Context: an optimization exercise on an open-source flow, tuned for small area and a short achievable clock period. The choices shown serve that exercise and are no tape-out recipe.
Function was not checked in any run shown here: the RTL went through the layout flow alone.
Power is estimated from default activity; no workload was simulated.

==> design/flow/config.mk <==
export PLATFORM = sky130hd
export DESIGN_NAME = map_xlate
export DESIGN_NICKNAME = map_xlate
export VERILOG_FILES = /design/flow/design.v
export SDC_FILE = /design/flow/constraint.sdc
export NUM_CORES = 4
export LEC_CHECK = 0
export CAP_MARGIN = 20
export CORE_MARGIN = 2
export CORE_UTILIZATION = 40
export SLEW_MARGIN = 20
==> design/flow/constraint.sdc <==
create_clock -name core_clock -period 16.0 [get_ports {clk}]
set_input_delay 3.2000 -clock core_clock [delete_from_list [all_inputs] [get_ports {clk}]]
set_output_delay 3.2000 -clock core_clock [all_outputs]
set_load 0.01 [all_outputs]
==> design/flow/design.v <==
module map_xlate (
    input  wire        clk,
    input  wire        rst,             
    input  wire        cfg_we,
    input  wire [4:0]  cfg_addr,
    input  wire [63:0] cfg_wdata,
    input  wire        req_valid,
    input  wire [39:0] req_addr,
    input  wire        req_kt3,
    output reg         resp_valid,
    output reg  [4:0]  resp_column,
    output reg  [15:0] resp_row,
    output reg  [3:0]  resp_bank,
    output reg  [1:0]  resp_rank,
    output reg  [3:0]  resp_channel,
    output reg  [2:0]  resp_stack,
    output reg  [3:0]  resp_region,
    output reg         resp_unmapped
);
    localparam NREG  = 16;
    localparam NMASK = 13;
    integer n, j;
    reg        c_rst;
    reg        c_we;
    reg [4:0]  c_addr;
    reg [63:0] c_d;              
    reg        q_v;
    reg [39:5] q_a;
    reg        q_k;
    always @(posedge clk) begin
        c_rst  <= rst;
        c_we   <= cfg_we;
        c_addr <= cfg_addr;
        c_d    <= cfg_wdata;
        q_a    <= req_addr[39:5];
        q_k    <= req_kt3;
        q_v    <= req_valid & ~rst;
    end
    reg        rg_mode  [0:NREG-1];
    reg [3:0]  rg_size  [0:NREG-1];    
    reg [9:0]  rg_base  [0:NREG-1];
    reg [9:0]  rg_rb    [0:NREG-1];
    reg        rg_lock  [0:NREG-1];
    reg [17:0] mk_mask  [0:NMASK-1];   
    reg        mk_lock  [0:NMASK-1];
    wire [3:0] d_size = c_d[7:4];
    wire [9:0] d_szm  = (10'd1 << d_size) - 10'd1;
    wire       d_wf   = (d_size <= 4'd10) && ((c_d[25:16] & d_szm) == 10'd0)
                                          && ((c_d[41:32] & d_szm) == 10'd0);
    wire [3:0] d_code = !c_d[0]             ? 4'd15 :
                        (d_size > 4'd10)    ? 4'd10 : d_size;
    wire [3:0]  w_code = c_rst ? 4'd15  : d_code;
    wire [9:0]  w_rb   = c_rst ? 10'd0  : {c_d[41:33], c_d[32] | !d_wf};
    wire [63:0] w_d    = c_rst ? 64'd0  : c_d;
    always @(posedge clk) begin
        for (n = 0; n < NREG; n = n + 1) begin
            if (c_rst || (c_we && c_addr == n && !rg_lock[n])) begin
                rg_mode[n]  <= w_d[1];
                rg_size[n]  <= w_code;
                rg_base[n]  <= w_d[25:16];
                rg_rb[n]    <= w_rb;
                rg_lock[n]  <= w_d[63];
            end
        end
        for (n = 0; n < NMASK; n = n + 1) begin
            if (c_rst || (c_we && c_addr == NREG + n && !mk_lock[n])) begin
                mk_mask[n] <= w_d[38:21];
                mk_lock[n] <= w_d[63];
            end
        end
    end
    wire [9:0] a_hi = q_a[38:29];
    reg [9:0]  tm, e, m;
    reg        blo, eqh, inch;
    reg [15:0] hit_d;
    always @* begin
        for (n = 0; n < NREG; n = n + 1) begin
            for (j = 0; j < 10; j = j + 1) tm[j] = (j < rg_size[n]);
            e = ~(a_hi ^ rg_base[n]);
            blo = 1'b0;
            for (j = 0; j < 10; j = j + 1)
                if (tm[j]) blo = (~a_hi[j] & rg_base[n][j]) | (e[j] & blo);
            eqh = &(e | tm);
            m[0] = 1'b1;
            for (j = 1; j < 10; j = j + 1) m[j] = tm[j-1] | (m[j-1] & rg_base[n][j-1]);
            inch = (&((e ^ m) | tm)) & !tm[9] & !(m[9] & rg_base[n][9]);
            hit_d[n] = (rg_size[n] != 4'd15) && (blo ? inch : eqh);
        end
    end
    reg        p_v;
    reg [39:5] p_a;
    reg        p_k;
    reg [15:0] hit;
    always @(posedge clk) begin
        p_v <= q_v & ~rst;
        p_a <= q_a;
        p_k <= q_k;
        hit <= hit_d;
    end
    reg        any, multi;
    reg        s_mode;
    reg [3:0]  s_size, s_reg;
    reg [9:0]  s_rb;
    always @* begin
        any = 1'b0; multi = 1'b0;
        s_mode = 1'b0; s_size = 4'd0; s_rb = 10'd0; s_reg = 4'd0;
        for (n = 0; n < NREG; n = n + 1) begin
            multi  = multi | (any & hit[n]);
            any    = any | hit[n];
            s_mode = s_mode | (hit[n] & rg_mode[n]);
            s_size = s_size | ({4{hit[n]}} & rg_size[n]);
            s_rb   = s_rb   | ({10{hit[n]}} & rg_rb[n]);
            s_reg  = s_reg  | ({4{hit[n]}} & n[3:0]);
        end
    end
    wire s_wf   = (s_size == 4'd0) || !s_rb[0];
    wire mapped = !p_a[39] && any && !multi && s_wf;
    reg [9:0] t;
    always @* for (j = 0; j < 10; j = j + 1) t[j] = (j < s_size);
    wire [17:0] a_m = p_a[38:21] & {18{~p_k}};
    reg  [12:0] selbits;
    always @* begin
        for (n = 0; n < NMASK; n = n + 1)
            selbits[n] = p_a[8 + n] ^ (p_k & p_a[23 + n]) ^ (^(a_m & mk_mask[n]));
    end
    wire [22:0] a_sh = p_a[38:16] >> s_size;
    wire [12:0] ord  = a_sh[12:0];
    wire [15:0] ra  = s_mode ? p_a[25:10] : p_a[38:23];
    wire [15:0] row = {(ra[15:6] & t) | s_rb, ra[5:0]};
    always @(posedge clk) begin
        resp_valid    <= p_v & ~rst;
        resp_unmapped <= !mapped;
        resp_region   <= mapped ? s_reg : 4'd0;
        resp_row      <= mapped ? row : 16'd0;
        resp_column   <= mapped ? (s_mode ? p_a[9:5] : {p_a[22:21], p_a[7:5]}) : 5'd0;
        resp_channel  <= mapped ? (s_mode ? ord[9:6]   : selbits[3:0])  : 4'd0;
        resp_stack    <= mapped ? (s_mode ? ord[12:10] : selbits[6:4])  : 3'd0;
        resp_bank     <= mapped ? (s_mode ? ord[3:0]   : selbits[10:7]) : 4'd0;
        resp_rank     <= mapped ? (s_mode ? ord[5:4]   : selbits[12:11]): 2'd0;
    end
endmodule
==> design/flow/run.sh <==
#!/bin/bash
# synth_recipe.tcl (not shown) runs the flow's synth.tcl, then flattens the netlist and writes it again
# the make line also repeats each setting of config.mk as NAME=value (left out here)
make -C /OpenROAD-flow-scripts/flow DESIGN_CONFIG=/design/flow/config.mk WORK_HOME=/design/flow/orfs CLKGATE_MAP_FILE= SYNTH_SCRIPT=/design/flow/synth_recipe.tcl finish
==> reports/results.ini, run 1 <==
[outcome]
status=timing/DRC/antenna clean

[timing]
final.setup.tns_ns=0
tightest_slew_ns=1.12
clock.fmax_mhz=208
period_minus_slack_ns=4.80
hold_viol=0
post-route-period-util=0.300
setup_viol=0
grt_setup_unrepaired=false
slew_headroom=0.249
slew_viol_final=0
skew_ns=0.0398

[routing]
vias=30500
wl_per_cell_um=23.4
viasPerCell=5.80
dr.pass1.iters=6
wirelength_um=123000
drc=0
drtAntennaViolNets=0
drtIter0Drc=3442

[placement]
place.gp.congestion=0.862
place_inst=5078
port-buffer-count=117
hpwl_um=74700
place_area_um2=44700

[worst_setup_path]
path_max_fanout=1
cp_cell_sequence=clkdlybuf4s50_1
path_class=reg -> out
required_ns=12.80
endpoint_kind=output port
slowest_delay_ns=0.61
crit_buf_inv=1
startpoint=resp_row[8]$_SDFF_PN0_
crit_path_top_delay_cell=clkdlybuf4s50_1
crit_path_start_kind=flip-flop
worstPathArrival_ns=1.60
r2r-start=rg_size[8][2]$_DFFE_PP_
path_delay_family=buffers and inverters

[layout]
diodes=0
final_cell_mix=edfxtp_1, nand2_1, a21oi_1, o21ai_0, nor2_1
final_cell_count_no_fill=5252
final_common_cell=edfxtp_1
multiInputGateArea_um2=17500
fin_nets=4068
drive_above_1_share=0.0888
fillers=9243
syn2layout_area_growth_pct=15.2
seqCellArea_um2=23300
fin_area_um2=47800

[floorplan]
core_um2=103000
ios=154
num_rows=118
dieHeight_um=326
dieArea_um2=106000
die_x_um=326
initial_core_util=0.402

[synthesis]
synth_top_cell_area_share=0.480
synth_warnings=8
synth_edf_count=663
synth_area_per_cell_um2=11.2
synth.area.top_cells=edfxtp_1, dfxtp_1, ha_1
async_flop_share=0
ys.flop_type=edfxtp_1
synth_area_um2=41500
synth-seq-area-share=0.562
synth_top_area_cell=edfxtp_1
yosysUniqueCellTypes=80
synth_nets=3976
synth_cells=3701
ys_ff_latch=833

[clocking]
cts.path.max_buffers=3
tritoncts=built
cts_made_buffers=93
cts-root-buf=clkbuf_16
cts.sinks=833
hold_buffers=0
cts_setup_buffers=0
path_clk_slew_ns=0.06
h-tree-depth=3
ctsResizeCount=0
clk-insertion-delay-late_ns=0.69

[global_routing]
antenna_found_initial=7
grt_overflow_total=0
grt_pass1_vias=28500
grt_max_degree=44
grt_util_all_layers=0.226
grt_pass1_wl_um=182000

[power_and_ir_drop]
peakVddDrop_mv=0.0774
total_power_w=0.00559
power_density_nw_per_um2=117
cellLeakagePower_nw=17.1

[flow_run]
cap_violations=0

[min_path]
hp-class=reg -> reg
min-delay-start=q_a[6]$_DFF_P_

## cell usage after synthesis, types with 17 or more instances
| master | n |
|---|---|
| a211oi_1 | 36 |
| a21o_1 | 27 |
| a21oi_1 | 245 |
| a221oi_1 | 60 |
| a22o_1 | 53 |
| a22oi_1 | 53 |
| a31oi_1 | 43 |
| and3_1 | 18 |
| clkbuf_1 | 168 |
| dfxtp_1 | 170 |
| edfxtp_1 | 663 |
| ha_1 | 161 |
| inv_1 | 97 |
| mux2_2 | 19 |
| mux2i_1 | 107 |
| nand2_1 | 401 |
| nand2b_1 | 40 |
| nand3_1 | 54 |
| nand4_1 | 18 |
| nor2_1 | 229 |
| nor2b_1 | 58 |
| nor3_1 | 52 |
| o211ai_1 | 20 |
| o21a_1 | 18 |
| o21ai_0 | 230 |
| o221ai_1 | 26 |
| o22ai_1 | 62 |
| o31ai_1 | 41 |
| or2_2 | 17 |
| xnor2_1 | 203 |
| xor2_1 | 74 |
## metrics by stage
stage                util  worst slack (ns)  hold slack, ns
finish              0.463             11.20           0.323
global placement    0.433             11.89           0.310
floorplan               -             12.47           0.310
detailed placement  0.433             11.89           0.312
CTS                 0.463             11.16           0.322
global route        0.463             11.19           0.328
## state kept, by name (all words and copies together) (netlist names), 13 cells and up
signal,cells
mk_mask,234
rg_base,160
rg_rb,160
rg_size,64
p_a,35
q_a,35
c_d,33
hit,16
resp_row,16
rg_lock,16
rg_mode,16
mk_lock,13
## area by class of cell
| cell class | instances | area share |
|---|---|---|
| clock buffers | 124 | 0.0546 |
| clock inverters | 50 | 0.00993 |
| inverters | 98 | 0.00770 |
| multi-input cells | 2570 | 0.367 |
| flip-flops and latches | 833 | 0.488 |
| well taps | 1380 | 0.0361 |
| repair buffers | 197 | 0.0371 |
## cell families (layout without fill, tap and decap cells)
logic type | Yosys count | after routing | synth area share
buffers and inverters | 298 | 469 | 0.0286
XOR/XNOR | 278 | 278 | 0.0590
flip-flops | 833 | 833 | 0.562
AO/OA/AOI/OAI | 1047 | 1047 | 0.166
adder cells (fa/ha/maj) | 164 | 164 | 0.0493
multiplexers | 126 | 126 | 0.0310
AND/OR/NAND/NOR | 955 | 955 | 0.104
## power by group
part	internal, W	switching, W	total (W)
Clock	0.00122	0.000903	0.00213
Sequential	0.00247	0.0000945	0.00257
Combinational	0.000342	0.000549	0.000891
Total	0.00404	0.00155	0.00559
## worst paths after layout
kind,to,slack (ns),cells past startpoint
setup / recovery,resp_row[8],11.20,1
hold / removal,p_a[6]$_DFF_P_,0.32,0
setup reg to reg,resp_row[15]$_SDFF_PN0_,12.05,9
hold reg to reg,p_a[6]$_DFF_P_,0.32,0
## per-layer routing
layer | track usage | up-vias | wire (um)
met5 | 0 | - | 0
met4 | 0.0689 | 0 | 3350
met3 | 0.0286 | 203 | 9580
met2 | 0.350 | 1246 | 54900
met1 | 0.329 | 14900 | 55100
li1 | - | 14100 | -
==> inputs of run 2 (changes only) <==
==> design/flow/flow/run.sh (new file) <==
#!/bin/bash
# Layout flow: the standard flow (standard.sh: the standard synthesis and
# ORFS steps), with one change: the buffers that ORFS puts on every input and
# output port are sky130_fd_sc_hd__buf_2 instead of the slow delay cell
# (clkdlybuf4s50_1) that buffer_ports picks by default. Every port still gets
# its own buffer. The full output of the run goes to flow_standard.log here;
# each ORFS step keeps its own log under orfs/logs.
set -euo pipefail
bash standard.sh "BUFFER_PORTS_ARGS=-buffer_cell sky130_fd_sc_hd__buf_2" finish > flow_standard.log 2>&1
==> design/flow/standard.sh (new file) <==
#!/bin/bash
# synth_recipe.tcl (not shown) runs the flow's synth.tcl, then flattens the netlist and writes it again
# the make line also repeats each setting of config.mk as NAME=value (left out here)
make -C /OpenROAD-flow-scripts/flow DESIGN_CONFIG=/design/flow/config.mk WORK_HOME=/design/flow/orfs CLKGATE_MAP_FILE= SYNTH_SCRIPT=/design/flow/synth_recipe.tcl "${@:-finish}"
--- a/design/flow/config.mk
+++ b/design/flow/config.mk
@@ -8,4 +8,6 @@
 export CAP_MARGIN = 20
 export CORE_MARGIN = 2
-export CORE_UTILIZATION = 40
+export CORE_UTILIZATION = 55
+export CTS_BUF_LIST = sky130_fd_sc_hd__clkbuf_8
+export CTS_CLUSTER_SIZE = 24
 export SLEW_MARGIN = 20
removed: design/flow/run.sh
==> run 2 against run 1 <==
- largest cell class unchanged
- global-route usage grew 9.5 points
- critical path depth unchanged
- combinational power is essentially flat
- critical endpoint unchanged
- non-clock buffer count shrank 3
- sequential share of layout area grew 1.5 points
==> reports/results.ini, run 2 <==
[power_and_ir_drop]
power_switching_w=0.00155
p_comb_frac=0.166
peakVddDrop_mv=0.0996
p_int_w=0.00381
cellLeakagePower_nw=17.3
power_density_nw_per_um2=116
total_power_w=0.00536
clockPowerShare=0.354
switching_share=0.289
pwr-share-seq=0.480

[global_routing]
grt_overflow_total=0
antenna_found_initial=5
grt_util_all_layers=0.321
grt_max_degree=44
grt_pass1_wl_um=186000
grt_pass1_vias=30100

[synthesis]
ys.flop_type=edfxtp_1
synth_area_um2=41500
yosysUniqueCellTypes=80
synth_cells=3701
async_flop_share=0
synth_edf_count=663
synth_top_area_cell=edfxtp_1
synth_top_cell_area_share=0.480
synthTopCellsByCount=edfxtp_1, nand2_1, a21oi_1
ys_ff_latch=833
synth_area_per_cell_um2=11.2
synth_warnings=8
synth_nets=3976
synth.area.top_cells=edfxtp_1, dfxtp_1, ha_1
synth-seq-area-share=0.562
yosysMostFrequentCell=edfxtp_1

[routing]
dr.pass1.iters=6
drc=0
wirelength_um=126000
drtIter0Drc=3287
dr_wl_met3_um=11800
drtAntennaViolNets=0
top_layer=met5
wl_met2_um=56200
wl_per_cell_um=25.6
viasPerCell=6.41
vias=31500
wl_met1_um=53800

[floorplan]
ios=154
core_um2=74600
dieHeight_um=279
num_rows=100
initial_core_util=0.556
die_x_um=279
dieArea_um2=77600

[placement]
hpwl_um=78000
place_inst=4664
port-buffer-count=117
place.gp.congestion=0.896
place_area_um2=43500

[worst_setup_path]
path_delay_family=flip-flops
cp_cell_sequence=buf_2
crit_path_top_delay_cell=dfxtp_1
rrSetupSlack_ns=11.96
crit_path_start_kind=flip-flop
path_max_fanout=1
worstPathArrival_ns=1.34
crit_buf_inv=1
path_class=reg -> out
endpoint_kind=output port
required_ns=12.80
slowest_delay_ns=0.39

[clocking]
tritoncts=built
cts_setup_buffers=0
cts_made_buffers=141
path_clk_slew_ns=0.06
cts-root-buf=clkbuf_8
cts.sinks=833
hold_buffers=0
cts.path.max_buffers=3
h-tree-depth=4
ctsResizeCount=0
clk-insertion-delay-late_ns=0.81

[layout]
drive_above_1_share=0.127
fin_area_um2=46400
syn2layout_area_growth_pct=11.7
final_cell_count_no_fill=4916
fin_nets=4113
top_regs=mk_mask (234), rg_base (160), rg_rb (160)
largest_reg_flops=234
final_common_cell=edfxtp_1
regMostFlops=mk_mask
final_cell_mix=edfxtp_1, nand2_1, a21oi_1, o21ai_0, nor2_1

[timing]
period_minus_slack_ns=4.54
slew_headroom=0.212
fin_hold_ws_ns=0.321
setup_viol=0
clock.fmax_mhz=220
slew_viol_final=0
final.setup.tns_ns=0
skew_ns=0.0506
grt_setup_unrepaired=false
tightest_slew_ns=1.18
hold_viol=0
post-route-period-util=0.284

[outcome]
status=timing/DRC/antenna clean

[flow_run]
cap_violations=0

[min_path]
hp-class=reg -> reg

run 2: cell counts after synthesis:
No cell type changed its count.
run 2: worst paths after layout:
path / start / to / cells past startpoint
min: q_a[13]$_DFF_P_ / p_a[13]$_DFF_P_ / 0
max: resp_row[8]$_SDFF_PN0_ / resp_row[8] / 1
min reg2reg: q_a[13]$_DFF_P_ / p_a[13]$_DFF_P_ / 0
max reg2reg: rg_size[5][1]$_DFFE_PP_ / resp_bank[3]$_SDFF_PN0_ / 9
run 2: power by group through the flow:
stage          Sequential, W  Clock [W]  Combinational [W]
2_1_floorplan        0.00256          0           0.000622
4_1_cts              0.00257    0.00193           0.000880
3_5_place_dp         0.00261          0           0.000876
6_report             0.00257    0.00190           0.000892
3_3_place_gp         0.00261          0           0.000859
5_1_grt              0.00258    0.00202           0.000960
run 2: layout make-up:
cell class / count / area [um^2]
Antenna cell: 2 / 5.00
Clock buffer: 152 / 2090
Clock inverter: 98 / 709
Fill cell: 5927 / 28200
Inverter: 98 / 368
Multi-Input combinational cell: 2570 / 17500
Sequential cell: 833 / 23300
Tap cell: 969 / 1210
Timing Repair Buffer: 194 / 1160
run 2: cell families after synthesis:
logic type               after synthesis  share of synthesized area
adder cells (fa/ha/maj)              164                     0.0493
AO/OA/AOI/OAI                       1047                      0.166
flip-flops                           833                      0.562
multiplexers                         126                     0.0310
AND/OR/NAND/NOR                      955                      0.104
buffers and inverters                298                     0.0286
XOR/XNOR                             278                     0.0590
run 2: layer usage:
metal / up-vias / GRT usage
li1: 14200 / -
met1: 15400 / 0.457
met4: 2 / 0.120
met3: 265 / 0.0579
met5: - / 0
met2: 1613 / 0.494
run 2: per-stage QoR:
| stage | utilization | setup slack [ns] |
|---|---|---|
| 2_1_floorplan | - | 12.47 |
| 3_3_place_gp | 0.584 | 12.09 |
| 3_5_place_dp | 0.584 | 12.07 |
| 4_1_cts | 0.621 | 11.42 |
| 5_1_grt | 0.622 | 11.45 |
| 6_report | 0.622 | 11.46 |
==> inputs of run 3 (changes only) <==
--- a/design/flow/design.v
+++ b/design/flow/design.v
@@ -20,21 +20,6 @@
     localparam NREG  = 16;
     localparam NMASK = 13;
+    localparam K     = 3;      
     integer n, j;
-    reg        c_rst;
-    reg        c_we;
-    reg [4:0]  c_addr;
-    reg [63:0] c_d;              
-    reg        q_v;
-    reg [39:5] q_a;
-    reg        q_k;
-    always @(posedge clk) begin
-        c_rst  <= rst;
-        c_we   <= cfg_we;
-        c_addr <= cfg_addr;
-        c_d    <= cfg_wdata;
-        q_a    <= req_addr[39:5];
-        q_k    <= req_kt3;
-        q_v    <= req_valid & ~rst;
-    end
     reg        rg_mode  [0:NREG-1];
     reg [3:0]  rg_size  [0:NREG-1];    
@@ -44,16 +29,16 @@
     reg [17:0] mk_mask  [0:NMASK-1];   
     reg        mk_lock  [0:NMASK-1];
-    wire [3:0] d_size = c_d[7:4];
+    wire [3:0] d_size = cfg_wdata[7:4];
     wire [9:0] d_szm  = (10'd1 << d_size) - 10'd1;
-    wire       d_wf   = (d_size <= 4'd10) && ((c_d[25:16] & d_szm) == 10'd0)
-                                          && ((c_d[41:32] & d_szm) == 10'd0);
-    wire [3:0] d_code = !c_d[0]             ? 4'd15 :
-                        (d_size > 4'd10)    ? 4'd10 : d_size;
-    wire [3:0]  w_code = c_rst ? 4'd15  : d_code;
-    wire [9:0]  w_rb   = c_rst ? 10'd0  : {c_d[41:33], c_d[32] | !d_wf};
-    wire [63:0] w_d    = c_rst ? 64'd0  : c_d;
+    wire       d_wf   = (d_size <= 4'd10) && ((cfg_wdata[25:16] & d_szm) == 10'd0)
+                                          && ((cfg_wdata[41:32] & d_szm) == 10'd0);
+    wire [3:0] d_code = !cfg_wdata[0]    ? 4'd15 :
+                        (d_size > 4'd10) ? 4'd10 : d_size;
+    wire [3:0]  w_code = rst ? 4'd15  : d_code;
+    wire [9:0]  w_rb   = rst ? 10'd0  : {cfg_wdata[41:33], cfg_wdata[32] | !d_wf};
+    wire [63:0] w_d    = rst ? 64'd0  : cfg_wdata;
     always @(posedge clk) begin
         for (n = 0; n < NREG; n = n + 1) begin
-            if (c_rst || (c_we && c_addr == n && !rg_lock[n])) begin
+            if (rst || (cfg_we && cfg_addr == n && !rg_lock[n])) begin
                 rg_mode[n]  <= w_d[1];
                 rg_size[n]  <= w_code;
@@ -64,5 +49,5 @@
         end
         for (n = 0; n < NMASK; n = n + 1) begin
-            if (c_rst || (c_we && c_addr == NREG + n && !mk_lock[n])) begin
+            if (rst || (cfg_we && cfg_addr == NREG + n && !mk_lock[n])) begin
                 mk_mask[n] <= w_d[38:21];
                 mk_lock[n] <= w_d[63];
@@ -70,20 +55,49 @@
         end
     end
-    wire [9:0] a_hi = q_a[38:29];
-    reg [9:0]  tm, e, m;
-    reg        blo, eqh, inch;
+    reg [9:0] tm [0:NREG-1];
+    always @* begin
+        for (n = 0; n < NREG; n = n + 1)
+            for (j = 0; j < 10; j = j + 1)
+                tm[n][j] = (j < rg_size[n]);
+    end
+    wire [9:0] x0 = req_addr[38:29];
+    reg [15:0] c0_d, z0_d;
+    reg        c, z, dj;
+    always @* begin
+        for (n = 0; n < NREG; n = n + 1) begin
+            c = 1'b1;
+            z = 1'b1;
+            for (j = 0; j < K; j = j + 1) begin
+                dj = x0[j] ^ ~rg_base[n][j] ^ c;
+                c  = (x0[j] & ~rg_base[n][j]) | ((x0[j] | ~rg_base[n][j]) & c);
+                z  = z & (!dj | tm[n][j]);
+            end
+            c0_d[n] = c;
+            z0_d[n] = z;
+        end
+    end
+    reg        q_v;
+    reg [39:5] q_a;
+    reg        q_k;
+    reg [15:0] q_c, q_z;
+    always @(posedge clk) begin
+        q_v <= req_valid & ~rst;
+        q_a <= req_addr[39:5];
+        q_k <= req_kt3;
+        q_c <= c0_d;
+        q_z <= z0_d;
+    end
+    wire [9:0] x1 = q_a[38:29];
     reg [15:0] hit_d;
     always @* begin
         for (n = 0; n < NREG; n = n + 1) begin
-            for (j = 0; j < 10; j = j + 1) tm[j] = (j < rg_size[n]);
-            e = ~(a_hi ^ rg_base[n]);
-            blo = 1'b0;
-            for (j = 0; j < 10; j = j + 1)
-                if (tm[j]) blo = (~a_hi[j] & rg_base[n][j]) | (e[j] & blo);
-            eqh = &(e | tm);
-            m[0] = 1'b1;
-            for (j = 1; j < 10; j = j + 1) m[j] = tm[j-1] | (m[j-1] & rg_base[n][j-1]);
-            inch = (&((e ^ m) | tm)) & !tm[9] & !(m[9] & rg_base[n][9]);
-            hit_d[n] = (rg_size[n] != 4'd15) && (blo ? inch : eqh);
+            c = q_c[n];
+            z = q_z[n];
+            for (j = K; j < 10; j = j + 1) begin
+                dj = x1[j] ^ ~rg_base[n][j] ^ c;
+                c  = (x1[j] & ~rg_base[n][j]) | ((x1[j] | ~rg_base[n][j]) & c);
+                z  = z & (!dj | tm[n][j]);
+            end
+            hit_d[n] = (rg_size[n] != 4'd15) && c && z;
         end
     end
--- a/design/flow/config.mk
+++ b/design/flow/config.mk
@@ -9,5 +9,3 @@
 export CORE_MARGIN = 2
 export CORE_UTILIZATION = 55
-export CTS_BUF_LIST = sky130_fd_sc_hd__clkbuf_8
-export CTS_CLUSTER_SIZE = 24
 export SLEW_MARGIN = 20
==> run 3 against run 2 <==
- still clean
- register-to-register slack worse by 0.25 ns
- synthesized area is 16% lower
- via count shrank 34%
- worst setup slack lost 0.63 ns
- power decreased by 3.6%
- cell count is 29% lower
- clock power rose by 4%
- largest cell class unchanged
==> reports/results.ini, run 3 <==
[layout]
final_cell_count_no_fill=3473
largest_reg_flops=234
drive_above_1_share=0.156
fin_area_um2=39900
final_common_cell=edfxtp_1
fin_nets=2831
seqCellArea_um2=23100
syn2layout_area_growth_pct=14.7
multiInputGateArea_um2=11600
regMostFlops=mk_mask
final_cell_mix=edfxtp_1, nand2_1, xnor2_1, dfxtp_1, fa_1
fillers=4731
top_regs=mk_mask (234), rg_rb (160), rg_base (157)

[clocking]
path_clk_slew_ns=0.06
cts.sinks=822
clk-insertion-delay-late_ns=0.62
cts.path.max_buffers=3
h-tree-depth=3
tritoncts=built
cts_setup_buffers=0
ctsResizeCount=0
cts_made_buffers=84
hold_buffers=0
cts-root-buf=clkbuf_16

[worst_setup_path]
endpoint_kind=flip-flop
path_delay_family=compound AO/OA/AOI/OAI gates
startpoint=cfg_wdata[5]
path_class=in -> reg
cp_cell_sequence=buf_2 > or4b_2 > ha_1 > nor3_1 > a21oi_1 > o21ai_0 > o21ai_0 > a41oi_2
required_ns=16.32
cpMostUsedCell=o21ai_0
crit_path_start_kind=input port
r2r-start=q_a[32]$_DFF_P_
crit_path_top_delay_cell=or4b_2
path_max_fanout=16
slowest_delay_ns=0.69
rrSetupSlack_ns=11.71
worstPathArrival_ns=5.49
crit_buf_inv=1

[min_path]
min-delay-start=q_a[23]$_DFF_P_
hp-class=reg -> reg

[placement]
place_inst=3318
place.gp.congestion=0.850
port-buffer-count=117
hpwl_um=55300
place_area_um2=37100

[synthesis]
yosysUniqueCellTypes=58
synth_top_area_cell=edfxtp_1
synth_edf_count=660
ys_ff_latch=822
synth-seq-area-share=0.663
synth_warnings=12
async_flop_share=0
synth_top_cell_area_share=0.570
synth.area.top_cells=edfxtp_1, dfxtp_1, fa_1
synth_area_um2=34800
yosysMostFrequentCell=edfxtp_1
synth_cells=2379
synthTopCellsByCount=edfxtp_1, nand2_1, xnor2_1
ys.flop_type=edfxtp_1
synth_nets=2651
synth_area_per_cell_um2=14.6

[floorplan]
initial_core_util=0.553
ios=154
num_rows=92
dieHeight_um=255
die_x_um=255
dieArea_um2=65300
core_um2=62900

[routing]
drtIter0Drc=2662
drtAntennaViolNets=0
vias=20900
dr.pass1.iters=5
drc=0
viasPerCell=6.02
wl_per_cell_um=27.5
wirelength_um=95600

[timing]
post-route-period-util=0.323
hold_viol=0
period_minus_slack_ns=5.17
slew_viol_final=0
clock.fmax_mhz=194
setup_viol=0
skew_ns=0.0261
grt_setup_unrepaired=false
slew_headroom=0.244
fin_hold_ws_ns=0.325
tightest_slew_ns=1.13
final.setup.tns_ns=0

[outcome]
status=timing/DRC/antenna clean

[power_and_ir_drop]
cellLeakagePower_nw=14.5
total_power_w=0.00517
peakVddDrop_mv=0.104
power_density_nw_per_um2=129

[global_routing]
grt_pass1_vias=20500
antenna_found_initial=5
grt_util_all_layers=0.293
grt_overflow_total=0
grt_max_degree=49
grt_pass1_wl_um=137000

[flow_run]
cap_violations=0

## run 3: cell count changes after synthesis, moves of 37 or more
cell and delta:
mux2i_1 -43, a21oi_1 -189, ha_1 -145, a31oi_1 -40, nand2_1 -118, fa_1 +142, o21ai_0 -179, o22ai_1 -39
nor2_1 -130, nor3_1 -37, clkbuf_1 -83
## run 3: final timing paths
| kind | to | cells after the start |
|---|---|---|
| setup / recovery | rg_rb[14][0]$_DFFE_PP_ | 8 |
| hold / removal | p_a[23]$_DFF_P_ | 0 |
| setup reg to reg | hit[15]$_DFF_P_ | 14 |
| hold reg to reg | p_a[23]$_DFF_P_ | 0 |
## run 3: where the power goes
group	total [W]	internal [W]	leakage, nW	switching (W)
Clock	0.00197	0.00117	1.37	0.000802
Sequential	0.00250	0.00244	8.05	0.0000584
Combinational	0.000695	0.000254	5.08	0.000441
Total	0.00517	0.00386	14.5	0.00130
## run 3: per-layer routing
metal	track usage	up-vias	share of wire
met5	0	-	0.00014
met4	0.0837	2	0.023
met2	0.445	1058	0.45
met3	0.0614	129	0.10
met1	0.432	10700	0.42
li1	-	9051	-
## run 3: final cells by class
cell class / count / share of cell area
Antenna cell: 2 / 0.000125
Clock buffer: 115 / 0.0606
Clock inverter: 37 / 0.00897
Inverter: 68 / 0.00640
Multi-Input combinational cell: 1386 / 0.290
Sequential cell: 822 / 0.578
Tap cell: 846 / 0.0265
Timing Repair Buffer: 197 / 0.0298
## run 3: logic make-up after synthesis
logic type               after synthesis  share of synthesized area
adder cells (fa/ha/maj)              161                     0.0884
AND/OR/NAND/NOR                      555                     0.0732
multiplexers                          76                     0.0223
XOR/XNOR                             230                     0.0595
buffers and inverters                171                     0.0193
AO/OA/AOI/OAI                        364                     0.0744
flip-flops                           822                      0.663
## run 3: worst reg2reg max path, delay by kind of cell, from the launching register on
kind	cells	cell delay, ns
AOI/OAI and AO/OA	1	0.07
adders and majority gates	7	2.86
buffers and inverters	3	0.42
and+or+nand+nor	3	0.57
DFF	1	0.32
## run 3: metrics by stage
stage,utilization,setup WS [ns]
global placement,0.590,10.01
floorplan,-,9.77
CTS,0.634,10.50
global route,0.635,10.68
finish,0.635,10.83
detailed placement,0.590,9.85
==> inputs of run 4 (changes only) <==
--- a/design/flow/config.mk
+++ b/design/flow/config.mk
@@ -6,4 +6,5 @@
 export NUM_CORES = 4
 export LEC_CHECK = 0
+export ABC_AREA = 1
 export CAP_MARGIN = 20
 export CORE_MARGIN = 2
==> run 4 against run 3 <==
- clock-buffer cell count decreased by 4
- sequential power about the same
- core utilization fell by 0.36 points
- worst setup slack improved by 0.13 ns
- register-to-register slack worse by 0.04 ns
- worst hold slack is essentially flat
- global-route usage increased by 1.1 points
- highest routed layer is now met4
==> reports/results.ini, run 4 <==
[outcome]
status=timing/DRC/antenna clean

[synthesis]
async_flop_share=0
ys.flop_type=edfxtp_1
synth_edf_count=660
yosysMostFrequentCell=nand2_1
synth_nets=3924
synth_top_area_cell=edfxtp_1
synth-seq-area-share=0.604
synth_area_um2=38200
yosysUniqueCellTypes=48
ys_ff_latch=822
synth_top_cell_area_share=0.519
synthTopCellsByCount=nand2_1, edfxtp_1, inv_1
synth_cells=3652
synth.area.top_cells=edfxtp_1, nand2_1, dfxtp_1
synth_area_per_cell_um2=10.5
synth_warnings=12

[worst_setup_path]
startpoint=req_addr[29]
path_class=in -> reg
required_ns=16.50
r2r_cells=14
r2r-start=q_a[32]$_DFF_P_
crit_path_start_kind=input port
rrSetupSlack_ns=11.67
path_max_fanout=15
endpoint_kind=flip-flop
worstPathArrival_ns=5.54
cp-endpoint=q_z[9]$_DFF_P_
reg2reg_to=hit[15]$_DFF_P_

[layout]
final_cell_mix=nand2_1, edfxtp_1, inv_1, nor2_1, dfxtp_1
largest_reg_flops=234
syn2layout_area_growth_pct=13.5
diodes=0
final_common_cell=nand2_1
drive_above_1_share=0.102
top_regs=mk_mask (234), rg_rb (160), rg_base (157)
fillers=5515
fin_nets=4134
regMostFlops=mk_mask

[power_and_ir_drop]
total_power_w=0.00515
power_density_nw_per_um2=119
cellLeakagePower_nw=18.9
peakVddDrop_mv=0.0937

[global_routing]
grt_pass1_wl_um=157000
grt_pass1_vias=25500
antenna_found_initial=0
grt_overflow_total=0
grt_max_degree=36
grt_util_all_layers=0.304

[clocking]
path_clk_slew_ns=0.06
ctsResizeCount=0
cts_made_buffers=86
cts-root-buf=clkbuf_16
hold_buffers=0
tritoncts=built
cts_setup_buffers=0
cts.sinks=822
clk-insertion-delay-late_ns=0.64
cts.path.max_buffers=3
h-tree-depth=3

[floorplan]
dieHeight_um=268
core_um2=68700
die_x_um=268
dieArea_um2=71600
ios=154
num_rows=96
initial_core_util=0.556

[routing]
drtIter0Drc=2433
dr.pass1.iters=7
vias=26500
drc=0
wl_per_cell_um=22.1
drtAntennaViolNets=0
viasPerCell=5.45
wirelength_um=107000

[placement]
place.gp.congestion=0.906
hpwl_um=70000
port-buffer-count=117

[flow_run]
cap_violations=0

[timing]
post-route-period-util=0.315
slew_viol_final=0
setup_viol=0
hold_viol=0
clock.fmax_mhz=199
slew_headroom=0.223
final.setup.tns_ns=0
period_minus_slack_ns=5.04
skew_ns=0.0212
tightest_slew_ns=1.16
grt_setup_unrepaired=false

[min_path]
hp-class=reg -> reg

[run 4: cell count changes after synthesis, moves of 22 or more]
cell,delta
nand2_1,+791
inv_1,+404
nor2_1,+253
nand3_1,+132
xnor2_1,-97
o21ai_0,+71
mux2i_1,-64
clkbuf_1,-52
nor2b_1,-52
a22oi_1,-48
a221oi_1,-33
a22o_1,-26
o22ai_1,-22
[run 4: critical path, cell delays in order]
cell	delay, ns
buf_2	0.15
inv_1	0.71
ha_1	0.30
fa_1	0.18
inv_1	0.05
fa_1	0.47
a21oi_1	0.04
or4_1	0.41
[run 4: power breakdown]
| part | internal [W] | total (W) | switching, W |
|---|---|---|---|
| Combinational | 0.000199 | 0.000662 | 0.000463 |
| Sequential | 0.00244 | 0.00250 | 0.0000582 |
| Clock | 0.00115 | 0.00199 | 0.000838 |
[run 4: kinds of logic after synthesis]
logic type / share of synthesized area
compound gates: 0.0461
xor+xnor: 0.0330
fa+ha+maj: 0.0796
buf+inv: 0.0576
flops: 0.604
simple gates: 0.180
[run 4: worst min-delay path by stage]
| stage | startpoint | slack, ns | cells after the start | to |
|---|---|---|---|---|
| 2_1_floorplan | q_a[10]$_DFF_P_ | 0.31 | 0 | p_a[10]$_DFF_P_ |
| 6_report | q_a[7]$_DFF_P_ | 0.33 | 0 | p_a[7]$_DFF_P_ |
| 3_3_place_gp | q_a[5]$_DFF_P_ | 0.31 | 0 | p_a[5]$_DFF_P_ |
| 3_5_place_dp | q_a[8]$_DFF_P_ | 0.31 | 0 | p_a[8]$_DFF_P_ |
| 5_1_grt | q_a[15]$_DFF_P_ | 0.33 | 0 | p_a[15]$_DFF_P_ |
| 4_1_cts | q_a[8]$_DFF_P_ | 0.33 | 0 | p_a[8]$_DFF_P_ |
[run 4: metal layers]
| layer | share of wire | vias to the layer above | GRT usage |
|---|---|---|---|
| met1 | 0.41 | 13000 | 0.399 |
| met4 | 0.035 | 0 | 0.109 |
| met3 | 0.063 | 190 | 0.0336 |
| li1 | - | 12300 | - |
| met2 | 0.49 | 978 | 0.525 |
| met5 | 0 | - | 0 |
[run 4: area by class of cell]
cell class | instances | area, um^2 | area share
clock buffer | 111 | 2310 | 0.0532
multi-input combinational | 2280 | 13400 | 0.309
inverter | 476 | 1790 | 0.0412
tap | 931 | 1160 | 0.0269
timing repair buffer | 196 | 1190 | 0.0274
clock inverter | 47 | 487 | 0.0112
sequential | 822 | 23100 | 0.532
[run 4: stage by stage]
stage	setup WS [ns]	std cells	utilization	area (um^2)	hold WS, ns
6_report	10.96	4863	0.631	43400	0.326
4_1_cts	11.01	4860	0.631	43300	0.326
3_5_place_dp	10.34	4702	0.590	40600	0.312
3_3_place_gp	10.40	4702	0.590	40500	0.311
2_1_floorplan	9.37	3652	-	38200	0.310
5_1_grt	10.90	4863	0.631	43400	0.333
==> inputs of run 5 (changes only) <==
--- a/design/flow/design.v
+++ b/design/flow/design.v
@@ -25,5 +25,6 @@
     reg [3:0]  rg_size  [0:NREG-1];    
     reg [9:0]  rg_base  [0:NREG-1];
-    reg [9:0]  rg_rb    [0:NREG-1];
+    reg [9:1]  rg_rb    [0:NREG-1];
+    reg        rg_rb0   [0:NREG-1];    
     reg        rg_lock  [0:NREG-1];
     reg [17:0] mk_mask  [0:NMASK-1];   
@@ -36,5 +37,4 @@
                         (d_size > 4'd10) ? 4'd10 : d_size;
     wire [3:0]  w_code = rst ? 4'd15  : d_code;
-    wire [9:0]  w_rb   = rst ? 10'd0  : {cfg_wdata[41:33], cfg_wdata[32] | !d_wf};
     wire [63:0] w_d    = rst ? 64'd0  : cfg_wdata;
     always @(posedge clk) begin
@@ -44,5 +44,5 @@
                 rg_size[n]  <= w_code;
                 rg_base[n]  <= w_d[25:16];
-                rg_rb[n]    <= w_rb;
+                rg_rb[n]    <= w_d[41:33];
                 rg_lock[n]  <= w_d[63];
             end
@@ -53,4 +53,18 @@
                 mk_lock[n] <= w_d[63];
             end
+        end
+    end
+    reg        f_en;
+    reg [3:0]  f_idx;
+    reg        f_val;
+    always @(posedge clk) begin
+        f_en  <= cfg_we && !rst && !cfg_addr[4] && !rg_lock[cfg_addr[3:0]];
+        f_idx <= cfg_addr[3:0];
+        f_val <= cfg_wdata[32] | !d_wf;
+        for (n = 0; n < NREG; n = n + 1) begin
+            if (rst)
+                rg_rb0[n] <= 1'b0;
+            else if (f_en && f_idx == n)
+                rg_rb0[n] <= f_val;
         end
     end
@@ -124,5 +138,5 @@
             s_mode = s_mode | (hit[n] & rg_mode[n]);
             s_size = s_size | ({4{hit[n]}} & rg_size[n]);
-            s_rb   = s_rb   | ({10{hit[n]}} & rg_rb[n]);
+            s_rb   = s_rb   | ({10{hit[n]}} & {rg_rb[n], rg_rb0[n]});
             s_reg  = s_reg  | ({4{hit[n]}} & n[3:0]);
         end
==> design/flow/flow/run.sh (replaced) <==
#!/bin/bash
# Layout flow: the standard flow (standard.sh: the standard synthesis and
# ORFS steps) with two changes:
# - the buffers that ORFS puts on every input and output port are
#   sky130_fd_sc_hd__buf_2 instead of the slow delay cell (clkdlybuf4s50_1)
#   that buffer_ports picks by default; every port still gets its own buffer;
# - clock tree synthesis runs with ORFS's default arguments plus
#   -dont_use_dummy_load, so no dead clock loads are added.
# The full output of the run goes to flow_standard.log here; each ORFS step
# keeps its own log under orfs/logs.
set -euo pipefail
bash standard.sh \
  "BUFFER_PORTS_ARGS=-buffer_cell sky130_fd_sc_hd__buf_2" \
  "CTS_ARGS=-sink_clustering_enable -repair_clock_nets -dont_use_dummy_load" \
  finish > flow_standard.log 2>&1
--- a/design/flow/config.mk
+++ b/design/flow/config.mk
@@ -6,7 +6,6 @@
 export NUM_CORES = 4
 export LEC_CHECK = 0
-export ABC_AREA = 1
 export CAP_MARGIN = 20
 export CORE_MARGIN = 2
 export CORE_UTILIZATION = 55
-export SLEW_MARGIN = 20
+export SLEW_MARGIN = 70
==> run 5 against run 4 <==
- synthesized cell count is 32% lower
- still clean
- cell area is 7.1% lower
- clock-buffer cell count decreased by 26
- die area decreased by 7.8%
- critical path type unchanged
- sequential share of layout area rose by 3.6 points
- first-iteration DRC count fell by 4.8%
- register-to-register slack improved by 0.35 ns
- cell count is 27% lower
- critical path depth unchanged
- wire length fell by 11%
- flip-flop and latch count did not move
==> reports/results.ini, run 5 <==
[synthesis]
synth_edf_count=640
synth_warnings=13
yosysUniqueCellTypes=66
synth-seq-area-share=0.650
ys_ff_latch=822
synth.area.top_cells=edfxtp_1, dfxtp_1, fa_1
synth_top_cell_area_share=0.546
synthTopCellsByCount=edfxtp_1, nand2_1, dfxtp_1
synth_top_area_cell=edfxtp_1
synth_cells=2493
yosysMostFrequentCell=edfxtp_1
synth_nets=2761
synth_area_um2=35200
async_flop_share=0
ys.flop_type=edfxtp_1
synth_area_per_cell_um2=14.1

[floorplan]
num_rows=92
die_x_um=257
ios=154
core_um2=63200
initial_core_util=0.557
dieArea_um2=66000
dieHeight_um=257

[timing]
period_minus_slack_ns=4.96
setup_viol=0
clock.fmax_mhz=202
worst_slack_ns=11.04
slew_headroom=0.681
post-route-period-util=0.310
slew_viol_final=0
grt_setup_unrepaired=false
final.setup.tns_ns=0
tightest_slew_ns=0.466
hold_viol=0
skew_ns=0.0424
fin_hold_ws_ns=0.318

[worst_setup_path]
crit_path_top_delay_cell=nor2b_1
required_ns=16.32
endpoint_kind=flip-flop
crit_path_start_kind=input port
slowest_delay_ns=0.37
cpMostUsedCell=buf_2
worstPathArrival_ns=5.28
cp_cell_sequence=buf_2 > nor2b_1 > nand3_2 > o31ai_4 > buf_2 > buf_2 > buf_2 > buf_2
path_max_fanout=11
path_class=in -> reg

[placement]
hpwl_um=59300
port-buffer-count=117
place_area_um2=38000
dp_slack_ns=10.47
place.gp.congestion=0.851

[global_routing]
grt_overflow_total=0
antenna_found_initial=2
grt_util_all_layers=0.292
grt_max_degree=43
grt_pass1_wl_um=140000
grt_pass1_vias=21200

[layout]
fin_nets=2989
regMostFlops=mk_mask
top_regs=mk_mask (234), rg_base (153), rg_rb (144)
final_common_cell=edfxtp_1
final_util=0.638
syn2layout_area_growth_pct=14.5
largest_reg_flops=234
fillers=4679
final_cell_mix=edfxtp_1, nand2_1, xnor2_1, dfxtp_1, buf_2
drive_above_1_share=0.165
fin_area_um2=40300

[routing]
viasPerCell=6.03
vias=21500
wl_per_cell_um=26.8
wirelength_um=95400
drtAntennaViolNets=0
dr.pass1.iters=7
drtIter0Drc=2317
drc=0

[power_and_ir_drop]
power_density_nw_per_um2=121
peakVddDrop_mv=0.0911
cellLeakagePower_nw=14.7

[clocking]
hold_buffers=0
ctsResizeCount=0
tritoncts=built
cts_setup_buffers=0
cts-root-buf=clkbuf_16
cts.path.max_buffers=3
clk-insertion-delay-late_ns=0.63
cts_made_buffers=85
cts.sinks=822
path_clk_slew_ns=0.06
h-tree-depth=3

[flow_run]
cap_violations=0

[outcome]
status=timing/DRC/antenna clean

[min_path]
hp-class=reg -> reg

-- run 5: cell count changes after synthesis, sizes merged, moves of 20 or more --
cell,before,now
mux2i,0,83
edfxtp,660,640
clkbuf,33,68
inv,476,64
o21ai,124,54
a22o,20,49
nor2b,0,51
nand3,158,23
xnor2,74,180
a221oi,5,41
a22oi,0,41
nor2,375,141
nand2,1081,324
dfxtp,162,182
-- run 5: final timing paths --
path | slack [ns] | start | depth (start not counted) | endpoint
worst max-delay path | 11.04 | cfg_addr[3] | 8 | mk_mask[10][7]$_DFFE_PP_
worst min-delay path | 0.32 | q_a[23]$_DFF_P_ | 0 | p_a[23]$_DFF_P_
worst max register to register | 12.02 | q_a[32]$_DFF_P_ | 11 | hit[2]$_DFF_P_
worst min register to register | 0.32 | q_a[23]$_DFF_P_ | 0 | p_a[23]$_DFF_P_
-- run 5: final cells by class --
class / instances / area (um^2) / area share
sequential: 822 / 22900 / 0.568
timing repair buffer: 254 / 1800 / 0.0446
multi-input combinational: 1494 / 12200 / 0.302
inverter: 64 / 250 / 0.00621
clock buffer: 85 / 2130 / 0.0528
antenna: 2 / 5.00 / 0.000124
tap: 846 / 1060 / 0.0263
-- run 5: worst max-delay path: cells and delay by family --
family | cells | cell delay [ns]
AND/OR/NAND/NOR | 2 | 0.65
buffers and inverters | 5 | 1.14
AO/OA/AOI/OAI | 1 | 0.28
-- run 5: logic make-up after synthesis --
group | share of synthesized area
and+or+nand+nor | 0.0825
AOI/OAI and AO/OA | 0.0765
muxes | 0.0265
DFF | 0.650
adders and majority gates | 0.0849
buffers and inverters | 0.0213
xor gates and xnor gates | 0.0586
-- run 5: per-stage QoR --
stage          cells  total power [W]
2_1_floorplan   2493          0.00296
3_3_place_gp    3420          0.00320
3_5_place_dp    3476          0.00324
4_1_cts         3561          0.00488
5_1_grt         3565          0.00504
6_report        3567          0.00487
-- run 5: routing by layer --
metal / vias to the layer above / part of all wire / track usage
li1: 9453 / - / -
met3: 155 / 0.081 / 0.0450
met5: - / 0 / 0
met4: 0 / 0.022 / 0.0722
met1: 11000 / 0.44 / 0.436
met2: 927 / 0.46 / 0.456
-- run 5: power breakdown --
part	switching (W)	total (W)	internal [W]	leakage, nW
Sequential	0.0000615	0.00249	0.00243	8.02
Combinational	0.000438	0.000718	0.000280	5.61
Clock	0.000727	0.00166	0.000928	1.05
==> inputs of run 6 (changes only) <==
--- a/design/flow/config.mk
+++ b/design/flow/config.mk
@@ -6,6 +6,6 @@
 export NUM_CORES = 4
 export LEC_CHECK = 0
-export CAP_MARGIN = 20
+export CAP_MARGIN = 50
 export CORE_MARGIN = 2
 export CORE_UTILIZATION = 55
-export SLEW_MARGIN = 70
+export SLEW_MARGIN = 85
==> run 6 against run 5 <==
- still clean
- worst setup slack got worse by 2.2 ns
- sequential share of layout area down 7.6 points
- power increased by 6.4%
- clock skew shrank 0.011 ns
- register-to-register slack got worse by 0.71 ns
- die area is the same
- core utilization is 9.9 points higher
- via count is 8.2% higher
- synthesized cell count unchanged
- critical endpoint is now rg_rb[13][2]$_DFFE_PP_
- highest routed layer is now met5
==> reports/results.ini, run 6 <==
[synthesis]
synth_cells=2493
synth_edf_count=640
yosysUniqueCellTypes=66
ys.flop_type=edfxtp_1
synth_area_um2=35200
synth_top_cell_area_share=0.546
async_flop_share=0
ys_ff_latch=822
synthTopCellsByCount=edfxtp_1, nand2_1, dfxtp_1
synth_nets=2761
synth_area_per_cell_um2=14.1
synth-seq-area-share=0.650
yosysMostFrequentCell=edfxtp_1
synth_warnings=13
synth_top_area_cell=edfxtp_1
synth.area.top_cells=edfxtp_1, dfxtp_1, fa_1

[global_routing]
grt_pass1_wl_um=149000
grt_pass1_vias=23300
antenna_found_initial=1
grt_util_all_layers=0.308
grt_overflow_total=0
grt_max_degree=30

[min_path]
hold_depth=0
hp-class=reg -> reg

[clocking]
h-tree-depth=3
clk-insertion-delay-late_ns=0.63
cts.path.max_buffers=3
ctsResizeCount=0
cts_setup_buffers=0
cts_made_buffers=85
hold_buffers=0
tritoncts=built
cts.sinks=822
cts-root-buf=clkbuf_16
path_clk_slew_ns=0.06

[layout]
regMostFlops=mk_mask
fin_nets=3307
final_util=0.736
diodes=0
largest_reg_flops=234
drive_above_1_share=0.319
top_regs=mk_mask (234), rg_base (153), rg_rb (144)
final_common_cell=edfxtp_1
final_cell_mix=edfxtp_1, nand2_1, dfxtp_1, buf_2, fa_1
syn2layout_area_growth_pct=32.2

[floorplan]
core_um2=63200
initial_core_util=0.557
dieHeight_um=257
num_rows=92
dieArea_um2=66000
die_x_um=257
ios=154

[worst_setup_path]
path_class=in -> reg
endpoint_kind=flip-flop
path_max_fanout=11
required_ns=16.30
r2r_cells=17
worstPathArrival_ns=7.48
crit_path_start_kind=input port

[routing]
drtAntennaViolNets=0
wl_per_cell_um=26.4
drtIter0Drc=2678
dr.pass1.iters=6
drc=0
viasPerCell=5.99
vias=23300
wirelength_um=102000

[timing]
setup_viol=0
skew_ns=0.0317
post-route-period-util=0.449
hold_viol=0
clock.fmax_mhz=139
slew_headroom=0.796
tightest_slew_ns=0.306
period_minus_slack_ns=7.18
slew_viol_final=0
final.setup.tns_ns=0
grt_setup_unrepaired=false

[flow_run]
cap_violations=0

[placement]
place.gp.congestion=0.851
hpwl_um=70500
port-buffer-count=117

[outcome]
status=timing/DRC/antenna clean

[power_and_ir_drop]
peakVddDrop_mv=0.111
cellLeakagePower_nw=17.5
power_density_nw_per_um2=111

==> run 6: through the flow <==
step | total power [W] | worst slack (ns) | cell area (um^2) | cells | hold slack [ns]
2_1_floorplan | 0.00296 | 8.99 | 35200 | 2493 | 0.310
3_3_place_gp | 0.00320 | 10.30 | 37200 | 3420 | 0.309
3_5_place_dp | 0.00346 | 8.33 | 42800 | 3746 | 0.312
4_1_cts | 0.00512 | 8.93 | 44900 | 3831 | 0.324
5_1_grt | 0.00536 | 8.75 | 46500 | 3883 | 0.330
6_report | 0.00518 | 8.82 | 46500 | 3883 | 0.324
==> run 6: layout make-up <==
type	instances	area, um^2
Tap cell	846	1060
Sequential cell	822	22900
Multi-Input combinational cell	1494	15200
Fill cell	3940	16700
Inverter	64	260
Clock buffer	85	2130
Timing Repair Buffer	572	5000
==> run 6: layer usage <==
layer | global-route usage | vias to the layer above | wire [um]
met3 | 0.0509 | 203 | 8840
met1 | 0.447 | 11900 | 42600
met2 | 0.476 | 1128 | 47900
met5 | 0 | - | 13
li1 | - | 10100 | -
met4 | 0.112 | 2 | 3070
==> run 6: critical path, stage by stage <==
cell and delay (ns):
buf_6 0.20, nand2_4 0.18, o41ai_4 0.34, clkdlybuf4s50_1 0.56
clkdlybuf4s50_1 0.49, clkdlybuf4s50_1 0.49, clkdlybuf4s50_1 0.49, clkdlybuf4s50_1 0.48
clkdlybuf4s50_1 0.50, clkdlybuf4s25_1 0.31, buf_6 0.22
==> run 6: logic make-up (layout without fill, tap and decap cells) <==
family / count (synthesis) / in the layout / synth area share
AOI/OAI and AO/OA: 376 / 376 / 0.0765
xor gates and xnor gates: 234 / 234 / 0.0586
adders and majority gates: 157 / 157 / 0.0849
buffers and inverters: 177 / 721 / 0.0213
DFF: 822 / 822 / 0.650
muxes: 92 / 92 / 0.0265
and+or+nand+nor: 635 / 635 / 0.0825
==> run 6: path summary, 6_finish.rpt <==
path,from,end,slack [ns]
worst max-delay path,cfg_addr[3],rg_rb[13][2]$_DFFE_PP_,8.82
worst min-delay path,q_a[7]$_DFF_P_,p_a[7]$_DFF_P_,0.32
worst max register to register,hit[3]$_DFF_P_,resp_bank[0]$_SDFF_PN0_,11.31
worst min register to register,q_a[7]$_DFF_P_,p_a[7]$_DFF_P_,0.32
==> run 6: power by group <==
group,total [W],internal [W],switching (W),leakage [nW]
clock network,0.00166,0.000928,0.000736,1.05
logic,0.00103,0.000470,0.000556,8.42
registers,0.00249,0.00243,0.0000572,8.02
total,0.00518,0.00383,0.00135,17.5
==> inputs of run 7 (changes only) <==
--- a/design/flow/design.v
+++ b/design/flow/design.v
@@ -37,19 +37,20 @@
                         (d_size > 4'd10) ? 4'd10 : d_size;
     wire [3:0]  w_code = rst ? 4'd15  : d_code;
-    wire [63:0] w_d    = rst ? 64'd0  : cfg_wdata;
+    wire [17:0] w_mask = rst ? 18'd0  : cfg_wdata[38:21];
+    wire        w_lock = !rst && cfg_wdata[63];
     always @(posedge clk) begin
         for (n = 0; n < NREG; n = n + 1) begin
             if (rst || (cfg_we && cfg_addr == n && !rg_lock[n])) begin
-                rg_mode[n]  <= w_d[1];
+                rg_mode[n]  <= cfg_wdata[1];
                 rg_size[n]  <= w_code;
-                rg_base[n]  <= w_d[25:16];
-                rg_rb[n]    <= w_d[41:33];
-                rg_lock[n]  <= w_d[63];
+                rg_base[n]  <= cfg_wdata[25:16];
+                rg_rb[n]    <= cfg_wdata[41:33];
+                rg_lock[n]  <= w_lock;
             end
         end
         for (n = 0; n < NMASK; n = n + 1) begin
             if (rst || (cfg_we && cfg_addr == NREG + n && !mk_lock[n])) begin
-                mk_mask[n] <= w_d[38:21];
-                mk_lock[n] <= w_d[63];
+                mk_mask[n] <= w_mask;
+                mk_lock[n] <= w_lock;
             end
         end
--- a/design/flow/flow/run.sh
+++ b/design/flow/flow/run.sh
@@ -3,5 +3,5 @@
 # ORFS steps) with two changes:
 # - the buffers that ORFS puts on every input and output port are
-#   sky130_fd_sc_hd__buf_2 instead of the slow delay cell (clkdlybuf4s50_1)
+#   sky130_fd_sc_hd__buf_4 instead of the slow delay cell (clkdlybuf4s50_1)
 #   that buffer_ports picks by default; every port still gets its own buffer;
 # - clock tree synthesis runs with ORFS's default arguments plus
@@ -11,5 +11,5 @@
 set -euo pipefail
 bash standard.sh \
-  "BUFFER_PORTS_ARGS=-buffer_cell sky130_fd_sc_hd__buf_2" \
+  "BUFFER_PORTS_ARGS=-buffer_cell sky130_fd_sc_hd__buf_4" \
   "CTS_ARGS=-sink_clustering_enable -repair_clock_nets -dont_use_dummy_load" \
   finish > flow_standard.log 2>&1
--- a/design/flow/config.mk
+++ b/design/flow/config.mk
@@ -6,6 +6,6 @@
 export NUM_CORES = 4
 export LEC_CHECK = 0
-export CAP_MARGIN = 50
+export CAP_MARGIN = 20
 export CORE_MARGIN = 2
 export CORE_UTILIZATION = 55
-export SLEW_MARGIN = 85
+export SLEW_MARGIN = 55
==> run 7 against run 6 <==
- still clean
- clock power about the same
- synthesized cell count increased by 0.64%
- clock-buffer cell count increased by 1
- synthesized area increased by 0.37%
- flip-flop and latch count unchanged
- non-clock buffer count decreased by 368
- via count decreased by 9.0%
- critical path type unchanged
- critical endpoint is now q_z[10]$_DFF_P_
- largest power group unchanged
- highest routed layer unchanged
==> reports/results.ini, run 7 <==
[clocking]
ctsResizeCount=0
clk-insertion-delay-late_ns=0.63
cts_setup_buffers=0
path_clk_slew_ns=0.06
cts.sinks=822
cts_made_buffers=86
cts-root-buf=clkbuf_16
tritoncts=built
h-tree-depth=3
cts.path.max_buffers=3
hold_buffers=0

[layout]
final_cell_mix=edfxtp_1, nand2_1, buf_4, dfxtp_1, xnor2_1
top_regs=mk_mask (234), rg_base (153), rg_rb (144)
drive_above_1_share=0.142
syn2layout_area_growth_pct=13.4
final_common_cell=edfxtp_1
fin_nets=2954
largest_reg_flops=234
regMostFlops=mk_mask
fin_area_um2=40000
fillers=4777

[global_routing]
grt_overflow_total=0
grt_max_degree=50
grt_pass1_vias=21200
grt_util_all_layers=0.300
antenna_found_initial=2
grt_pass1_wl_um=143000

[synthesis]
ys_ff_latch=822
synth_xor_area_frac=0.0582
async_flop_share=0
synth_cells=2509
synth.area.top_cells=edfxtp_1, dfxtp_1, fa_1
yosysUniqueCellTypes=71
synth_top_cell_area_share=0.544
synth_top_family_by_area=compound AO/OA/AOI/OAI gates
synth-compound-area-share=0.0859
synth_area_um2=35300
yosys.area_share.simple=0.0798
synth_nets=2777
synthMuxAreaShare=0.0210
ys.flop_type=edfxtp_1
synth_edf_count=640
synthTopCellsByCount=edfxtp_1, nand2_1, dfxtp_1
synth_warnings=13
synth_top_area_cell=edfxtp_1
synth_fa_ha_area_frac=0.0843
synth-seq-area-share=0.647
yosysMostFrequentCell=edfxtp_1
synth_area_per_cell_um2=14.1

[worst_setup_path]
path_delay_family=adder cells
crit_buf_inv=3
rrSetupSlack_ns=11.83
cpMostUsedCell=fa_1
required_ns=16.51
crit_path_top_delay_cell=fa_1
path_max_fanout=16
cp_cell_sequence=buf_4 > inv_2 > ha_1 > fa_1 > inv_1 > fa_1 > nor2_1 > o22ai_1 > nand2_1
slowest_delay_ns=0.50
crit_path_start_kind=input port
r2r_cells=11
r2r-start=q_a[32]$_DFF_P_
path_class=in -> reg
reg2reg_to=hit[10]$_DFF_P_
worst-path-stages=9
worstPathArrival_ns=5.17
endpoint_kind=flip-flop

[timing]
slew_headroom=0.564
skew_ns=0.0442
final.setup.tns_ns=0
clock.fmax_mhz=214
post-route-period-util=0.291
tightest_slew_ns=0.653
grt_setup_unrepaired=false
slew_viol_final=0
hold_viol=0
setup_viol=0
period_minus_slack_ns=4.66

[routing]
dr.pass1.iters=5
drtAntennaViolNets=0
wirelength_um=98100
viasPerCell=5.99
vias=21200
wl_per_cell_um=27.8
drc=0
drtIter0Drc=2096

[outcome]
status=timing/DRC/antenna clean

[placement]
place.gp.congestion=0.875
hpwl_um=60400
place_area_um2=37900
port-buffer-count=117

[power_and_ir_drop]
power_switching_w=0.00125
peakVddDrop_mv=0.0792
power_density_nw_per_um2=122
p_comb_frac=0.147
switching_share=0.255
clockPowerShare=0.343
pwr-share-seq=0.510
total_power_w=0.00489
cellLeakagePower_nw=14.3
p_int_w=0.00364

[min_path]
min-delay-start=q_a[5]$_DFF_P_
hold_depth=0
min_to=p_a[5]$_DFF_P_
hp-class=reg -> reg

[floorplan]
dieHeight_um=257
core_um2=63300
ios=154
num_rows=92
die_x_um=257
dieArea_um2=66300
initial_core_util=0.558

[flow_run]
cap_violations=0

==> run 7: per-stage QoR <==
stage | cells | utilization | hold WS (ns) | setup WS [ns]
2_1_floorplan | 2509 | - | 0.310 | 9.15
3_3_place_gp | 3426 | 0.593 | 0.310 | 10.12
3_5_place_dp | 3442 | 0.598 | 0.312 | 10.71
4_1_cts | 3528 | 0.632 | 0.323 | 11.37
5_1_grt | 3531 | 0.632 | 0.326 | 11.28
6_report | 3532 | 0.632 | 0.321 | 11.34
==> run 7: worst max path at each step <==
stage | start | to | slack, ns
6_report | req_addr[29] | q_z[10]$_DFF_P_ | 11.34
5_1_grt | req_addr[29] | q_z[10]$_DFF_P_ | 11.28
4_1_cts | req_addr[29] | q_z[10]$_DFF_P_ | 11.37
3_5_place_dp | req_addr[29] | q_z[10]$_DFF_P_ | 10.71
3_3_place_gp | rst | mk_mask[2][4]$_DFFE_PP_ | 10.12
2_1_floorplan | cfg_addr[3] | rg_base[8][0]$_DFFE_PP_ | 9.15
==> run 7: area by class of cell <==
type	instances	area [um^2]	area share
clock buffers	86	2150	0.0538
inverters	64	245	0.00613
multi-input cells	1508	12200	0.304
well taps	846	1060	0.0264
diodes	2	5.00	0.000125
repair buffers	204	1550	0.0388
flip-flops and latches	822	22900	0.571
==> run 7: cells by family (layout without fill, tap and decap cells) <==
| kind of cell | Yosys count | count (layout) |
|---|---|---|
| flip-flops | 822 | 822 |
| AND/OR/NAND/NOR | 629 | 629 |
| other | 0 | 2 |
| adder cells (fa/ha/maj) | 156 | 156 |
| XOR/XNOR | 233 | 233 |
| AO/OA/AOI/OAI | 418 | 418 |
| multiplexers | 72 | 72 |
| buffers and inverters | 179 | 354 |
==> run 7: routing by layer <==
layer,share of wire,routed length [um],up-vias,global-route usage
li1,-,-,9457,-
met1,0.40,39400,10800,0.395
met2,0.51,49700,707,0.516
met3,0.060,5900,172,0.0454
met4,0.031,3070,2,0.0920
met5,0.00013,13,-,0
==> run 7: power by group through the flow <==
stage                     clock network, W  registers, W  logic (W)
after floorplan                          0       0.00252   0.000456
after global placement                   0       0.00253   0.000694
after detailed placement                 0       0.00254   0.000720
after CTS                          0.00170       0.00249   0.000724
after global routing               0.00178       0.00250   0.000778
final                              0.00168       0.00249   0.000718
==> inputs of run 8 (changes only) <==
--- a/design/flow/flow/run.sh
+++ b/design/flow/flow/run.sh
@@ -6,5 +6,6 @@
 #   that buffer_ports picks by default; every port still gets its own buffer;
 # - clock tree synthesis runs with ORFS's default arguments plus
-#   -dont_use_dummy_load, so no dead clock loads are added.
+#   -dont_use_dummy_load (no dead clock loads) and sinks clustered
+#   by up to 30 within 100 um.
 # The full output of the run goes to flow_standard.log here; each ORFS step
 # keeps its own log under orfs/logs.
@@ -12,4 +13,4 @@
 bash standard.sh \
   "BUFFER_PORTS_ARGS=-buffer_cell sky130_fd_sc_hd__buf_4" \
-  "CTS_ARGS=-sink_clustering_enable -repair_clock_nets -dont_use_dummy_load" \
+  "CTS_ARGS=-sink_clustering_enable -repair_clock_nets -dont_use_dummy_load -sink_clustering_size 30 -sink_clustering_max_diameter 100" \
   finish > flow_standard.log 2>&1
--- a/design/flow/config.mk
+++ b/design/flow/config.mk
@@ -9,3 +9,3 @@
 export CORE_MARGIN = 2
 export CORE_UTILIZATION = 55
-export SLEW_MARGIN = 55
+export SLEW_MARGIN = 20
==> run 8 against run 7 <==
- still clean
- combinational power decreased by 1%
- critical path depth decreased by 6
- power decreased by 14%
- synthesized area unchanged
- core utilization decreased by 2.5 points
- sequential power about the same
- non-clock buffer count decreased by 16
- critical path type unchanged
==> reports/results.ini, run 8 <==
[clocking]
hold_buffers=0
ctsResizeCount=0
clk-insertion-delay-late_ns=0.60
cts.sinks=822
path_clk_slew_ns=0.11
cts_made_buffers=34
cts-root-buf=clkbuf_16
tritoncts=built

[routing]
drtIter0Drc=2113
wl_per_cell_um=28.0
drc=0
dr.pass1.iters=7
wirelength_um=96900
viasPerCell=6.02
vias=20900

[power_and_ir_drop]
p_comb_frac=0.168
clockPowerShare=0.240
switching_share=0.268
p_int_w=0.00308
power_switching_w=0.00112
peakVddDrop_mv=0.0906
cellLeakagePower_nw=13.5

[worst_setup_path]
crit_path_top_delay_cell=nand2_1
crit_path_start_kind=input port
endpoint_kind=flip-flop
rrSetupSlack_ns=11.79
path_class=in -> reg
slowest_delay_ns=1.13
path_max_fanout=40
r2r-start=q_a[32]$_DFF_P_
r2r_cells=11
cp_cell_sequence=buf_4 > clkinv_2 > nand2_1
required_ns=16.20

[synthesis]
synth_area_um2=35300
synth_nets=2777
synthTopCellsByCount=edfxtp_1, nand2_1, dfxtp_1
yosysMostFrequentCell=edfxtp_1
synth-seq-area-share=0.647
yosysUniqueCellTypes=71
synth_top_area_cell=edfxtp_1
synth.area.top_cells=edfxtp_1, dfxtp_1, fa_1
ys.flop_type=edfxtp_1

[layout]
fillers=4904
syn2layout_area_growth_pct=8.89
final_util=0.607
final_cell_mix=edfxtp_1, nand2_1, buf_4, dfxtp_1, xnor2_1

[min_path]
min-delay-start=q_a[26]$_DFF_P_

[timing]
period_minus_slack_ns=5.59
hold_viol=0
clock.fmax_mhz=179
skew_ns=0.0386
fin_hold_ws_ns=0.338
setup_viol=0
final.setup.tns_ns=0
post-route-period-util=0.350
grt_setup_unrepaired=false
tightest_slew_ns=1.14

[floorplan]
num_rows=92
dieHeight_um=257
dieArea_um2=66300
core_um2=63300
ios=154

[global_routing]
grt_pass1_vias=20500
grt_max_degree=50
antenna_found_initial=3
grt_pass1_wl_um=140000
grt_overflow_total=0

[flow_run]
cap_violations=0

[placement]
hpwl_um=60100
port-buffer-count=117

[outcome]
status=timing/DRC/antenna clean

## run 8: cell counts after synthesis
Identical to the previous run, type by type.
## run 8: worst max-delay path: cells and delay by family
| family | cells | cell delay [ns] |
|---|---|---|
| buffers and inverters | 2 | 1.41 |
| and+or+nand+nor | 1 | 1.13 |
## run 8: routing by layer
metal	part of all wire	vias up	global-route usage
li1	-	9289	-
met1	0.39	10600	0.390
met2	0.50	826	0.503
met3	0.071	156	0.0452
met4	0.034	4	0.0947
met5	0.00024	-	0
## run 8: cells by family after synthesis
logic type | count (synthesis) | share of synthesized area
adders and majority gates | 156 | 0.0843
AOI/OAI and AO/OA | 418 | 0.0859
buffers and inverters | 179 | 0.0236
muxes | 72 | 0.0210
DFF | 822 | 0.647
and+or+nand+nor | 629 | 0.0798
xor gates and xnor gates | 233 | 0.0582
## run 8: power by group through the flow
stage,Clock [W],Sequential [W],Combinational (W)
final,0.00101,0.00249,0.000708
after global routing,0.00110,0.00250,0.000768
after CTS,0.00103,0.00249,0.000714
after detailed placement,0,0.00254,0.000709
after global placement,0,0.00253,0.000694
after floorplan,0,0.00252,0.000456
## run 8: layout make-up
| class | count | area [um^2] | share of cell area |
|---|---|---|---|
| inverter | 64 | 241 | 0.00628 |
| antenna | 2 | 5.00 | 0.000130 |
| sequential | 822 | 22900 | 0.594 |
| tap | 846 | 1060 | 0.0275 |
| timing repair buffer | 188 | 1420 | 0.0370 |
| multi-input combinational | 1508 | 12000 | 0.312 |
| clock buffer | 34 | 851 | 0.0221 |
## run 8: metrics by stage
stage | instances | total power (W) | setup slack [ns] | instance area (um^2)
floorplan | 2509 | 0.00297 | 9.15 | 35300
global placement | 3426 | 0.00323 | 10.12 | 37600
detailed placement | 3426 | 0.00325 | 10.04 | 37600
CTS | 3460 | 0.00423 | 10.68 | 38400
global route | 3463 | 0.00436 | 10.27 | 38500
finish | 3464 | 0.00420 | 10.41 | 38500
## run 8: how the worst max path moves through the flow
stage	slack, ns	endpoint	depth (start not counted)
after floorplan	9.15	rg_base[8][0]$_DFFE_PP_	4
after global placement	10.12	mk_mask[2][4]$_DFFE_PP_	3
after detailed placement	10.04	mk_mask[2][5]$_DFFE_PP_	3
after CTS	10.68	mk_mask[2][15]$_DFFE_PP_	3
after global routing	10.27	mk_mask[2][15]$_DFFE_PP_	3
final	10.41	mk_mask[2][15]$_DFFE_PP_	3

Setup slack of run 8, layout unchanged: 10.407 ns with ideal ports, 10.447 ns with driving cells assumed (clock clkbuf_16, inputs buf_2), 9.793 ns with port delays also shifted by the 0.654 ns mid clock arrival.
